From an optimization exercise on the open Yosys and OpenROAD flow, aimed at small area, a short achievable clock period and few clock cycles per item; shortcuts taken in it are not production practice.

## stream_filter
module stream_filter (
    input  wire        clk,
    input  wire        rst,          
    input  wire        cfg_we,
    input  wire [31:0] cfg_wdata,
    output wire [31:0] cfg_rdata,
    output reg         cfg_err,
    input  wire        in_valid,
    input  wire [31:0] in_data,
    output wire        in_ready,
    output reg         out_valid,
    output reg  [31:0] out_val,
    output reg         out_emit
);
clock: 120.0 ns
lec_check: 0
cap_margin: 20
core_margin: 2
core_utilization: 60
cts_buf_list: sky130_fd_sc_hd__clkbuf_8
cts_cluster_diameter: 50
cts_cluster_size: 16
place_density: 0.75
slew_margin: 20
run.sh (not shown) runs the stock make flow with config.mk's settings and CLKGATE_MAP_FILE= SYNTH_SCRIPT=/design/flow/synth_recipe.tcl, a recipe that flattens the netlist after the stock synthesis.
Change:
--- a/flow/design.v
+++ b/flow/design.v
@@ -11,19 +11,19 @@
     output reg         out_valid,
     output reg  [31:0] out_val,
     output reg         out_emit
 );
     localparam [2:0] F_NONE = 3'd0,
                      F_AVG  = 3'd1,
                      F_MED3 = 3'd2,
                      F_IIR  = 3'd3;
-    localparam NST = 4;
+    localparam NST = 5;
     function integer nsteps(input integer s);
-        nsteps = 8;
+        nsteps = (s == NST) ? 4 : 7;
     endfunction
     function [37:0] add38(input [37:0] a, input [37:0] b, input ci);
         reg c;
         integer i;
         begin
             c = ci;
             for (i = 0; i < 38; i = i + 1) begin
                 add38[i] = a[i] ^ b[i] ^ c;
@@ -115,21 +115,26 @@
         for (i = 1; i < 4;  i = i + 1) s4[i]  <= s4[i-1];
         for (i = 1; i < 8;  i = i + 1) s8[i]  <= s8[i-1];
         for (i = 1; i < 16; i = i + 1) s16[i] <= s16[i-1];
         for (i = 1; i < 32; i = i + 1) s32[i] <= s32[i-1];
     end
     reg clr;                         
     wire [5:0] rot_nxt = (take || rot >= ring_m) ? 6'd0 : rot + 6'd1;
     wire       rdy_nxt = (rot_nxt == 6'd0);
-    wire       rdy_d   = rdy_nxt || rst || clr;
-    always @(posedge clk) begin
-        rot   <= (rst || clr) ? 6'd0 : rot_nxt;
-        nrdy  <= !(rdy_d || cfg_take);
-        rdy_o <= rdy_d || cfg_take;
+    always @(posedge clk) begin
+        if (rst || cfg_take || clr) begin
+            rot   <= 6'd0;
+            nrdy  <= 1'b0;
+            rdy_o <= 1'b1;
+        end else begin
+            rot   <= rot_nxt;
+            nrdy  <= !rdy_nxt;
+            rdy_o <= rdy_nxt;
+        end
     end
     reg                v1;           
     reg  [6:0]         ncnt;         
     reg  [37:0]        acc;          
     reg  [7:0]         dcnt;         
     reg                bc;           
     always @(posedge clk) begin
         if (rst)
@@ -138,43 +143,43 @@
             v1 <= take;
         clr <= rst || cfg_take;
     end
     wire [31:0] x     = r0;
     wire [37:0] x38   = {{6{x[31]}}, x};
     wire        full  = (ncnt == cap);
     wire        first = (ncnt == 7'd1);
     wire [37:0] sum   = add38(x38, acc, f_iir);
+    wire [31:0] drop  = full ? o6 : 32'd0;
+    wire [37:0] part  = add38(sum, ~{{6{drop[31]}}, drop}, 1'b1);
     wire [3:0]  sh    = first ? 4'd0 : kk;
     wire [32:0] st0   = sum[32:0];
     wire [32:0] st1   = sh[0] ? {st0[32],      st0[32:1]} : st0;
     wire [32:0] st2   = sh[1] ? {{2{st1[32]}}, st1[32:2]} : st1;
     wire [32:0] st3   = sh[2] ? {{4{st2[32]}}, st2[32:4]} : st2;
     wire [32:0] st4   = sh[3] ? {{8{st3[32]}}, st3[32:8]} : st3;
-    wire [37:0] minu  = f_iir ? acc : sum;
-    wire [37:0] subt  = f_iir ? {{5{st4[32]}}, st4} : (full ? {{6{o6[31]}}, o6} : 38'd0);
-    wire [37:0] nacc  = add38(minu, ~subt, 1'b1);
+    wire [37:0] iir   = add38(acc, ~{{5{st4[32]}}, st4}, 1'b1);
     wire [31:0] b  = s1[0];
     wire [31:0] c  = s2[0];
     wire        ab = ge32(x, b);
     wire        ac = ge32(x, c);
     wire        lt2 = (ncnt[6:2] == 5'd0) && !(ncnt[1] && ncnt[0]);    
     wire [31:0] med = (!f_med || lt2 || ab != ac) ? x : (bc == ab) ? b : c;
-    wire [37:0] num = f_avg ? sum : f_iir ? ~{{6{nacc[31]}}, nacc[31:0]} : {{6{med[31]}}, med};
+    wire [37:0] num = f_avg ? sum : f_iir ? ~{{6{iir[31]}}, iir[31:0]} : {{6{med[31]}}, med};
     wire [6:0]  den = f_avg ? ncnt : 7'd1;
     wire emit_now = (dcnt + 8'd1 == decim);
     always @(posedge clk) begin
         if (clr) begin
             ncnt <= 7'd1;
             acc  <= 38'd0;
             dcnt <= 8'd0;
         end else if (v1) begin
             if (!full)
                 ncnt <= ncnt + 7'd1;
-            acc  <= nacc;
+            acc  <= f_iir ? iir : part;
             dcnt <= emit_now ? 8'd0 : dcnt + 8'd1;
         end
         if (v1)
             bc <= ab;
     end
     function [37:0] steps;           
         input [5:0]  rem;
         input [31:0] w;              
Outcome:
- final cell count increases by 4.8%
- wire length decreases by about 0.44%
- via count is higher by 3.8%
- sequential share of layout area went down by 0.27 points
- design area rises by about 2.5%
- critical path depth increases by 1
- hold slack got worse by 0.0061 ns
- global-route usage decreases by 0.44 points
No run of this note included a check of the RTL's function; only the layout flow was run.

[what the ideal ports hide]
How much do the figures lean on ideal ports? The routed layouts below were timed once more, with nothing changed but the port constraints.
Step 1 assumes that a clkbuf_16 drives the clock port and a buf_2 every other input.
Step 2 adds t to the input delays and takes it off the output delays; t is the mean of the earliest and latest rising clock arrival at the registers after step 1. Input paths then give back, and output paths get back, about the clock's delay inside the block.
Three values: no drivers, after step 1, after step 2; two values: the first two.
run	t, ns	setup slack, ns	worst register clock-pin slew, ns	cell pins on the clock port's net
the first run	0.940	93.466 / 93.508 / 92.569	0.11 / 0.11	1
the second run	0.944	93.492 / 93.485 / 92.580	0.10 / 0.10	1
After both steps every run listed still meets setup and hold. The setup slack of the second run, which loses most, moves by -0.007 ns with the drivers and by -0.912 ns with both steps.
